Background: an optimization exercise with open tools, aiming at small area. Do not read the settings as production practice.

==> run a <==
==> flow/design.v <==
module dz_round_sat (
    input  wire [48:0] v,
    input  wire [4:0]  sh,
    input  wire        w16,
    output wire [23:0] y,
    output wire        clamped
);
    wire [49:0] u  = $signed({v, 1'b0}) >>> sh;
    wire [48:0] q  = u[49:1];
    wire        rb = u[0];
    reg sticky;
    integer i;
    always @* begin
        sticky = 1'b0;
        for (i = 0; i < 30; i = i + 1)
            if (i + 2 <= sh && v[i])
                sticky = 1'b1;
    end
    wire [48:0] r = q + {48'd0, rb & (sticky | q[0])};
    wire hi24_same = (&r[48:23]) | ~(|r[48:23]);
    wire hi16_same = (&r[48:15]) | ~(|r[48:15]);
    wire ovf = w16 ? ~hi16_same : ~hi24_same;
    wire [23:0] sat24 = r[48] ? 24'h800000 : 24'h7fffff;
    wire [23:0] sat16 = r[48] ? 24'h008000 : 24'h007fff;
    assign clamped = ovf;
    assign y = !ovf ? r[23:0] : (w16 ? sat16 : sat24);
endmodule
module dz_coarse_chain (
    input  wire        clk,
    input  wire        rst_n,
    input  wire        start,
    input  wire        stop,
    input  wire [2:0]  cfg_order,
    input  wire [6:0]  cfg_ratio_m1,
    input  wire [4:0]  cfg_taps_m1,
    input  wire [4:0]  cfg_sh_cic,
    input  wire [4:0]  cfg_sh_comp,
    input  wire [4:0]  cfg_sh_fast,
    input  wire        coef_we,
    input  wire [4:0]  coef_addr,
    input  wire [19:0] coef_data,
    input  wire        pdm_valid,
    input  wire        pdm_bit,
    output reg         running,
    output reg         cfg_err,
    output reg         out_valid,
    output wire [23:0] out_main,
    output wire [1:0]  out_main_sat,
    output wire [15:0] out_fast,
    output wire        out_fast_valid,
    output wire        out_fast_sat
);
    integer i;
    wire cfg_ok   = (cfg_order >= 3'd3) && (cfg_order <= 3'd5) && (cfg_ratio_m1 >= 7'd7);
    wire do_start = start && !running;
    wire go       = do_start && cfg_ok;
    wire accept   = pdm_valid && running && !stop;
    always @(posedge clk) begin
        if (!rst_n) begin
            running <= 1'b0;
            cfg_err <= 1'b0;
        end else if (do_start) begin
            running <= cfg_ok;
            cfg_err <= !cfg_ok;
        end else if (stop) begin
            running <= 1'b0;
        end
    end
    reg [4:0] cnt;      
    reg [2:0] ip;       
    always @(posedge clk) begin
        if (!rst_n) begin
            cnt <= 5'd0;
            ip  <= 3'd0;
        end else begin
            cnt <= cnt + 5'd1;
            ip  <= (ip >= 3'd4) ? 3'd0 : ip + 3'd1;
        end
    end
    reg [6:0] bit_cnt;
    reg       pair_phase;
    reg       pend, pbit, pbnd, pwbnd;
    always @(posedge clk) begin
        if (!rst_n) begin
            bit_cnt    <= 7'd0;
            pair_phase <= 1'b0;
        end else if (go) begin
            bit_cnt    <= 7'd0;
            pair_phase <= 1'b0;
        end else if (accept) begin
            if (bit_cnt == cfg_ratio_m1) begin
                bit_cnt    <= 7'd0;
                pair_phase <= !pair_phase;
            end else begin
                bit_cnt <= bit_cnt + 7'd1;
            end
        end
    end
    reg [184:0] irf;
    wire [36:0] ir4 = irf[184:148];
    wire [36:0] ir0 = irf[36:0];
    reg sw, swb, swwb;      
    reg clrp, clr;          
    wire swk1    = (ip == 3'd0) && pend;
    wire swon    = swk1 || sw;
    wire clr_now = ((ip == 3'd0) && clrp) || clr;
    wire [36:0] ir4m = clr_now ? 37'd0 : ir4;
    wire [36:0] iop  = !swon ? 37'd0 : (swk1 ? {37{~pbit}} : ir0);
    wire        icin = swk1 & pbit;
    wire [37:0] isum = {ir4m, 1'b1} + {iop, icin};
    always @(posedge clk) begin
        irf <= {irf[147:0], isum[37:1]};
    end
    always @(posedge clk) begin
        if (!rst_n) begin
            pend <= 1'b0;
            sw   <= 1'b0;
            clrp <= 1'b0;
            clr  <= 1'b0;
        end else begin
            if (accept) begin
                pend  <= 1'b1;
                pbit  <= pdm_bit;
                pbnd  <= (bit_cnt == cfg_ratio_m1);
                pwbnd <= (bit_cnt == cfg_ratio_m1) && pair_phase;
            end else if (swk1) begin
                pend <= 1'b0;
            end
            if (swk1) begin
                sw   <= 1'b1;
                swb  <= pbnd;
                swwb <= pwbnd;
            end else if (ip >= 3'd4) begin
                sw <= 1'b0;
            end
            if (go)
                clrp <= 1'b1;
            else if (ip == 3'd0)
                clrp <= 1'b0;
            if ((ip == 3'd0) && clrp)
                clr <= 1'b1;
            else if (ip >= 3'd4)
                clr <= 1'b0;
        end
    end
    reg [184:0] drf;
    wire [36:0] dr4 = drf[184:148];
    reg  [36:0] cc;         
    reg  [2:0]  ck;         
    reg         cv;         
    wire        cstep = (ck != 3'd0);
    wire [36:0] ca    = (ck == 3'd1) ? ir0 : cc;
    wire [36:0] cdif  = ca - dr4;
    wire [36:0] dnew  = clr_now ? 37'd0 : (cstep ? ca : dr4);
    always @(posedge clk) begin
        drf <= {drf[147:0], dnew};
        if (cstep)
            cc <= cdif;
    end
    reg  [17:0] fe1, fe2, fraw;
    reg         fp;         
    wire        fast_go = sw && (ip == 3'd2) && swwb;
    wire [17:0] fg  = ir0[17:0];
    wire [17:0] fd1 = fg - fe1;
    wire [17:0] fd2 = fd1 - fe2;
    always @(posedge clk) begin
        if (go) begin
            fe1 <= 18'd0;
            fe2 <= 18'd0;
        end else if (fast_go) begin
            fe1  <= fg;
            fe2  <= fd1;
            fraw <= fd2;
        end
    end
    reg  [48:0] acc;
    reg  [23:0] xq;         
    reg         xq_v, xq_c, xq_odd;
    reg         xpar;       
    wire use_comp = out_valid;
    wire use_cic  = !out_valid && cv && !xq_v;
    wire use_fast = !out_valid && !use_cic && fp;
    wire [48:0] ru_v  = use_comp ? acc :
                        use_cic  ? {{12{cc[36]}}, cc} :
                                   {{31{fraw[17]}}, fraw};
    wire [4:0]  ru_sh = use_comp ? cfg_sh_comp : (use_cic ? cfg_sh_cic : cfg_sh_fast);
    wire        ru_w16 = !use_comp && !use_cic;
    wire [23:0] ru_y;
    wire        ru_c;
    dz_round_sat u_rs (
        .v       (ru_v),
        .sh      (ru_sh),
        .w16     (ru_w16),
        .y       (ru_y),
        .clamped (ru_c)
    );
    reg        fast_first;
    reg [15:0] fast_hold;
    reg        fast_val_h, fast_sat_h;
    always @(posedge clk) begin
        if (!rst_n) begin
            ck <= 3'd0;
            cv <= 1'b0;
            fp <= 1'b0;
        end else begin
            if (cstep)
                ck <= (ck == cfg_order) ? 3'd0 : ck + 3'd1;
            else if (sw && swb && (ip == cfg_order - 3'd1))
                ck <= 3'd1;
            if (cstep && (ck == cfg_order))
                cv <= 1'b1;
            else if (use_cic)
                cv <= 1'b0;
            if (fast_go)
                fp <= 1'b1;
            else if (use_fast)
                fp <= 1'b0;
        end
    end
    always @(posedge clk) begin
        if (!rst_n) begin
            fast_first <= 1'b1;
        end else if (go) begin
            fast_first <= 1'b1;
        end else if (use_fast) begin
            fast_first <= 1'b0;
        end
        if (use_fast) begin
            fast_hold  <= fast_first ? 16'd0 : ru_y[15:0];
            fast_sat_h <= fast_first ? 1'b0 : ru_c;
            fast_val_h <= !fast_first;
        end
    end
    reg  [639:0] cwf;
    wire [4:0]   wslot = cnt - coef_addr;
    reg  [639:0] cw_n;
    always @* begin
        for (i = 0; i < 32; i = i + 1)
            cw_n[20*i +: 20] = (coef_we && wslot == i) ? coef_data :
                               cwf[20*((i + 31) % 32) +: 20];
    end
    always @(posedge clk)
        cwf <= cw_n;
    wire [19:0] coef_cur = cwf[639:620];
    reg  [767:0] xrf;
    reg  [23:0]  xe;
    reg          ins_frame;     
    reg          p1, p2;        
    wire [23:0]  xr31 = xrf[767:744];
    wire         f0   = (cnt == 5'd0);
    wire [23:0]  xin  = ins_frame ? (f0 ? xq : xe) : xr31;
    always @(posedge clk) begin
        xrf <= {xrf[743:0], xin};
        xe  <= xr31;
    end
    wire xq_v_n   = use_cic ? 1'b1 : xq_v;
    wire xq_odd_n = use_cic ? xpar : xq_odd;
    reg       sat_e;
    reg [1:0] pair_sat;
    reg [3:0] nidx;             
    always @(posedge clk) begin
        if (!rst_n) begin
            ins_frame <= 1'b0;
            p1        <= 1'b0;
            p2        <= 1'b0;
            xq_v      <= 1'b0;
            out_valid <= 1'b0;
        end else begin
            if (cnt == 5'd31) begin
                ins_frame <= !p1 && xq_v_n;
                p1        <= !p1 && xq_v_n && xq_odd_n;
                p2        <= p1;
            end
            if (use_cic)
                xq_v <= 1'b1;
            else if (f0 && ins_frame)
                xq_v <= 1'b0;
            out_valid <= (cnt == 5'd31) && p2;
        end
    end
    always @(posedge clk) begin
        if (go) begin
            xpar <= 1'b0;
            nidx <= 4'd0;
        end else begin
            if (use_cic)
                xpar <= !xpar;
            if ((cnt == 5'd31) && p2 && (nidx != 4'd15))
                nidx <= nidx + 4'd1;
        end
        if (use_cic) begin
            xq     <= ru_y;
            xq_c   <= ru_c;
            xq_odd <= xpar;
        end
        if (f0 && ins_frame) begin
            if (xq_odd)
                pair_sat <= {1'b0, sat_e} + {1'b0, xq_c};
            else
                sat_e <= xq_c;
        end
    end
    wire        kval = (cnt <= cfg_taps_m1) && (cnt <= {nidx, 1'b1});
    wire [10:0] dg   = p1 ? {coef_cur[19], coef_cur[19:10]} : {1'b0, coef_cur[9:0]};
    wire [10:0] dgm  = kval ? dg : 11'd0;
    wire signed [34:0] pp = $signed(xin) * $signed(dgm);
    wire [48:0] abase = !f0 ? acc : (p2 ? {acc[38:0], 10'd0} : 49'd0);
    always @(posedge clk) begin
        if (p1 || p2)
            acc <= abase + {{14{pp[34]}}, pp};
    end
    assign out_main       = ru_y;
    assign out_main_sat   = pair_sat + {1'b0, ru_c};
    assign out_fast       = fast_hold;
    assign out_fast_valid = fast_val_h;
    assign out_fast_sat   = fast_sat_h;
endmodule
==> flow/run.sh <==
#!/bin/bash
# synth_recipe.tcl (not shown) runs the flow's synth.tcl, then flattens the netlist and writes it again
# the make line also repeats each setting of config.mk as NAME=value (left out here)
make -C /OpenROAD-flow-scripts/flow DESIGN_CONFIG=/design/flow/config.mk WORK_HOME=/design/flow/orfs CLKGATE_MAP_FILE= SYNTH_SCRIPT=/design/flow/synth_recipe.tcl finish
==> flow/config.mk <==
export PLATFORM = sky130hd
export DESIGN_NAME = dz_coarse_chain
export DESIGN_NICKNAME = dz_coarse_chain
export VERILOG_FILES = /design/flow/design.v
export SDC_FILE = /design/flow/constraint.sdc
export NUM_CORES = 4
export LEC_CHECK = 0
export CAP_MARGIN = 20
export CORE_MARGIN = 2
export CORE_UTILIZATION = 40
export SLEW_MARGIN = 20
==> flow/constraint.sdc <==
create_clock -name core_clock -period 14.0 [get_ports {clk}]
set_input_delay 2.8000 -clock core_clock [delete_from_list [all_inputs] [get_ports {clk}]]
set_output_delay 2.8000 -clock core_clock [all_outputs]
set_load 0.01 [all_outputs]
==> run b (differences from run a) <==
--- a/flow/design.v
+++ b/flow/design.v
@@ -7,22 +7,30 @@
 );
     wire [49:0] u  = $signed({v, 1'b0}) >>> sh;
-    wire [48:0] q  = u[49:1];
+    wire [23:0] q  = u[24:1];
     wire        rb = u[0];
-    reg sticky;
-    integer i;
+    wire        sgn = v[48];
+    reg  [31:0] po;
+    reg  [63:0] se;
+    integer j;
     always @* begin
-        sticky = 1'b0;
-        for (i = 0; i < 30; i = i + 1)
-            if (i + 2 <= sh && v[i])
-                sticky = 1'b1;
-    end
-    wire [48:0] r = q + {48'd0, rb & (sticky | q[0])};
-    wire hi24_same = (&r[48:23]) | ~(|r[48:23]);
-    wire hi16_same = (&r[48:15]) | ~(|r[48:15]);
-    wire ovf = w16 ? ~hi16_same : ~hi24_same;
-    wire [23:0] sat24 = r[48] ? 24'h800000 : 24'h7fffff;
-    wire [23:0] sat16 = r[48] ? 24'h008000 : 24'h007fff;
+        po[0] = 1'b0;
+        for (j = 1; j < 32; j = j + 1)
+            po[j] = po[j-1] | v[j-1];
+        for (j = 63; j >= 0; j = j - 1)
+            if (j >= 48)
+                se[j] = 1'b1;
+            else
+                se[j] = se[j+1] & (v[j] == sgn);
+    end
+    wire        sticky = (sh == 5'd0) ? 1'b0 : po[sh - 5'd1];
+    wire        inc    = rb & (sticky | q[0]);
+    wire [23:0] r      = q + {23'd0, inc};
+    wire hs24 = se[{1'b0, sh} + 6'd23];
+    wire hs16 = se[{1'b0, sh} + 6'd15];
+    wire ovf  = w16 ? (!hs16 || (!sgn && r[15])) : (!hs24 || (!sgn && r[23]));
+    wire [23:0] sat24 = sgn ? 24'h800000 : 24'h7fffff;
+    wire [23:0] sat16 = sgn ? 24'h008000 : 24'h007fff;
     assign clamped = ovf;
-    assign y = !ovf ? r[23:0] : (w16 ? sat16 : sat24);
+    assign y = !ovf ? r : (w16 ? sat16 : sat24);
 endmodule
 module dz_coarse_chain (
@@ -70,11 +78,9 @@
     reg [2:0] ip;       
     always @(posedge clk) begin
-        if (!rst_n) begin
-            cnt <= 5'd0;
-            ip  <= 3'd0;
-        end else begin
-            cnt <= cnt + 5'd1;
-            ip  <= (ip >= 3'd4) ? 3'd0 : ip + 3'd1;
-        end
+        cnt <= cnt + 5'd1;
+        if (!rst_n)
+            ip <= 3'd0;
+        else
+            ip <= (ip >= 3'd4) ? 3'd0 : ip + 3'd1;
     end
     reg [6:0] bit_cnt;
@@ -237,23 +243,27 @@
     always @* begin
         for (i = 0; i < 32; i = i + 1)
-            cw_n[20*i +: 20] = (coef_we && wslot == i) ? coef_data :
-                               cwf[20*((i + 31) % 32) +: 20];
+            cw_n[20*i +: 20] = (coef_we && wslot == i) ?
+                               ((i % 2 == 1) ? ~coef_data : coef_data) :
+                               ~cwf[20*((i + 31) % 32) +: 20];
     end
     always @(posedge clk)
         cwf <= cw_n;
-    wire [19:0] coef_cur = cwf[639:620];
     reg  [767:0] xrf;
     reg  [23:0]  xe;
-    reg          ins_frame;     
-    reg          p1, p2;        
+    reg          m33;           
+    reg          xq_used;       
+    reg          busy;          
+    reg  [5:0]   pc;            
     wire [23:0]  xr31 = xrf[767:744];
     wire         f0   = (cnt == 5'd0);
-    wire [23:0]  xin  = ins_frame ? (f0 ? xq : xe) : xr31;
+    wire         ins_now = f0 && xq_v && (!xq_odd || xq_used) && !busy;
+    wire [23:0]  xin  = ins_now ? xq : (m33 ? xe : xr31);
     always @(posedge clk) begin
         xrf <= {xrf[743:0], xin};
         xe  <= xr31;
     end
-    wire xq_v_n   = use_cic ? 1'b1 : xq_v;
-    wire xq_odd_n = use_cic ? xpar : xq_odd;
+    wire       mstart = xq_v && xq_odd && !xq_used && !busy;
+    wire       mac_on = mstart || busy;
+    wire [5:0] pcur   = mstart ? 6'd0 : pc;
     reg       sat_e;
     reg [1:0] pair_sat;
@@ -261,23 +271,25 @@
     always @(posedge clk) begin
         if (!rst_n) begin
-            ins_frame <= 1'b0;
-            p1        <= 1'b0;
-            p2        <= 1'b0;
+            m33       <= 1'b0;
+            busy      <= 1'b0;
             xq_v      <= 1'b0;
             out_valid <= 1'b0;
         end else begin
-            if (cnt == 5'd31) begin
-                ins_frame <= !p1 && xq_v_n;
-                p1        <= !p1 && xq_v_n && xq_odd_n;
-                p2        <= p1;
-            end
+            if (ins_now)
+                m33 <= 1'b1;
+            else if (cnt == 5'd31)
+                m33 <= 1'b0;
+            if (mac_on)
+                busy <= (pcur != 6'd63);
             if (use_cic)
                 xq_v <= 1'b1;
-            else if (f0 && ins_frame)
+            else if (ins_now)
                 xq_v <= 1'b0;
-            out_valid <= (cnt == 5'd31) && p2;
+            out_valid <= mac_on && (pcur == 6'd63);
         end
     end
     always @(posedge clk) begin
+        if (mac_on)
+            pc <= pcur + 6'd1;
         if (go) begin
             xpar <= 1'b0;
@@ -286,26 +298,31 @@
             if (use_cic)
                 xpar <= !xpar;
-            if ((cnt == 5'd31) && p2 && (nidx != 4'd15))
+            if (mac_on && (pcur == 6'd63) && (nidx != 4'd15))
                 nidx <= nidx + 4'd1;
         end
         if (use_cic) begin
-            xq     <= ru_y;
-            xq_c   <= ru_c;
-            xq_odd <= xpar;
-        end
-        if (f0 && ins_frame) begin
-            if (xq_odd)
-                pair_sat <= {1'b0, sat_e} + {1'b0, xq_c};
-            else
-                sat_e <= xq_c;
-        end
-    end
-    wire        kval = (cnt <= cfg_taps_m1) && (cnt <= {nidx, 1'b1});
-    wire [10:0] dg   = p1 ? {coef_cur[19], coef_cur[19:10]} : {1'b0, coef_cur[9:0]};
+            xq      <= ru_y;
+            xq_c    <= ru_c;
+            xq_odd  <= xpar;
+            xq_used <= 1'b0;
+        end else if (mac_on && (pcur == 6'd63)) begin
+            xq_used <= 1'b1;
+        end
+        if (mstart)
+            pair_sat <= {1'b0, sat_e} + {1'b0, xq_c};
+        if (ins_now && !xq_odd)
+            sat_e <= xq_c;
+    end
+    wire [19:0] coef_nx = cwf[619:600];           
+    wire [4:0]  k      = cnt + 5'd1;
+    wire        kval   = (k <= cfg_taps_m1) && (k <= {nidx, 1'b1});
+    wire [23:0] xop    = (cnt == 5'd31) ? xq : xin;
+    wire        pass2  = pcur[5];
+    wire [10:0] dg   = !pass2 ? {coef_nx[19], coef_nx[19:10]} : {1'b0, coef_nx[9:0]};
     wire [10:0] dgm  = kval ? dg : 11'd0;
-    wire signed [34:0] pp = $signed(xin) * $signed(dgm);
-    wire [48:0] abase = !f0 ? acc : (p2 ? {acc[38:0], 10'd0} : 49'd0);
+    wire signed [34:0] pp = $signed(xop) * $signed(dgm);
+    wire [48:0] abase = (pcur[4:0] != 5'd0) ? acc : (pass2 ? {acc[38:0], 10'd0} : 49'd0);
     always @(posedge clk) begin
-        if (p1 || p2)
+        if (mac_on)
             acc <= abase + {{14{pp[34]}}, pp};
     end
--- a/flow/config.mk
+++ b/flow/config.mk
@@ -6,6 +6,9 @@
 export NUM_CORES = 4
 export LEC_CHECK = 0
+export ABC_AREA = 1
 export CAP_MARGIN = 20
 export CORE_MARGIN = 2
 export CORE_UTILIZATION = 40
+export CTS_BUF_LIST = sky130_fd_sc_hd__clkbuf_4 sky130_fd_sc_hd__clkbuf_8
+export CTS_CLUSTER_SIZE = 30
 export SLEW_MARGIN = 20
==> notes <==
Sequential share of layout area: run a is lower than run b (1.7 points).
Via count: run b is higher than run a (about 10%).
Between run a and run b, the lower global-route usage is in run a (gap 0.76 points).
Fmax: run b is higher than run a (about 11%).
Between run a and run b, the lower setup slack is in run a (gap 1.3 ns).
Non-clock buffer count: run a is higher than run b (225).
Between run a and run b, the lower first-iteration DRC count is in run a (gap 23%, measured against run b).
No functional check of the RTL was part of any run of this note.

[afterwards: timing with drivers on the ports]
Ports are ideal in the flow. The routed layouts listed here were re-timed in OpenROAD. Step 1 (the two cells are an assumption about what drives the block):
set clk [get_ports {clk}]
set_driving_cell -lib_cell sky130_fd_sc_hd__clkbuf_16 $clk
set_driving_cell -lib_cell sky130_fd_sc_hd__buf_2 [delete_from_list [all_inputs] $clk]
Step 2 moves the port delays by t, midway between the first and last clock arrival at a register: inputs arrive t later, outputs are due t later. That takes back most of the time a late clock gives input paths. Three values: ideal ports, drivers, drivers and shift; two values: the first two.
run	t, ns	setup slack, ns	worst setup path at the end
run a	0.899	0.478 / 0.425 / -0.004	input to register
run b	1.089	1.813 / 1.867 / 0.778	input to register
With both steps, setup timing fails in run a, where it was met with ideal ports. The setup slack of run b, which loses most, moves by +0.054 ns with the drivers and by -1.035 ns with both steps.
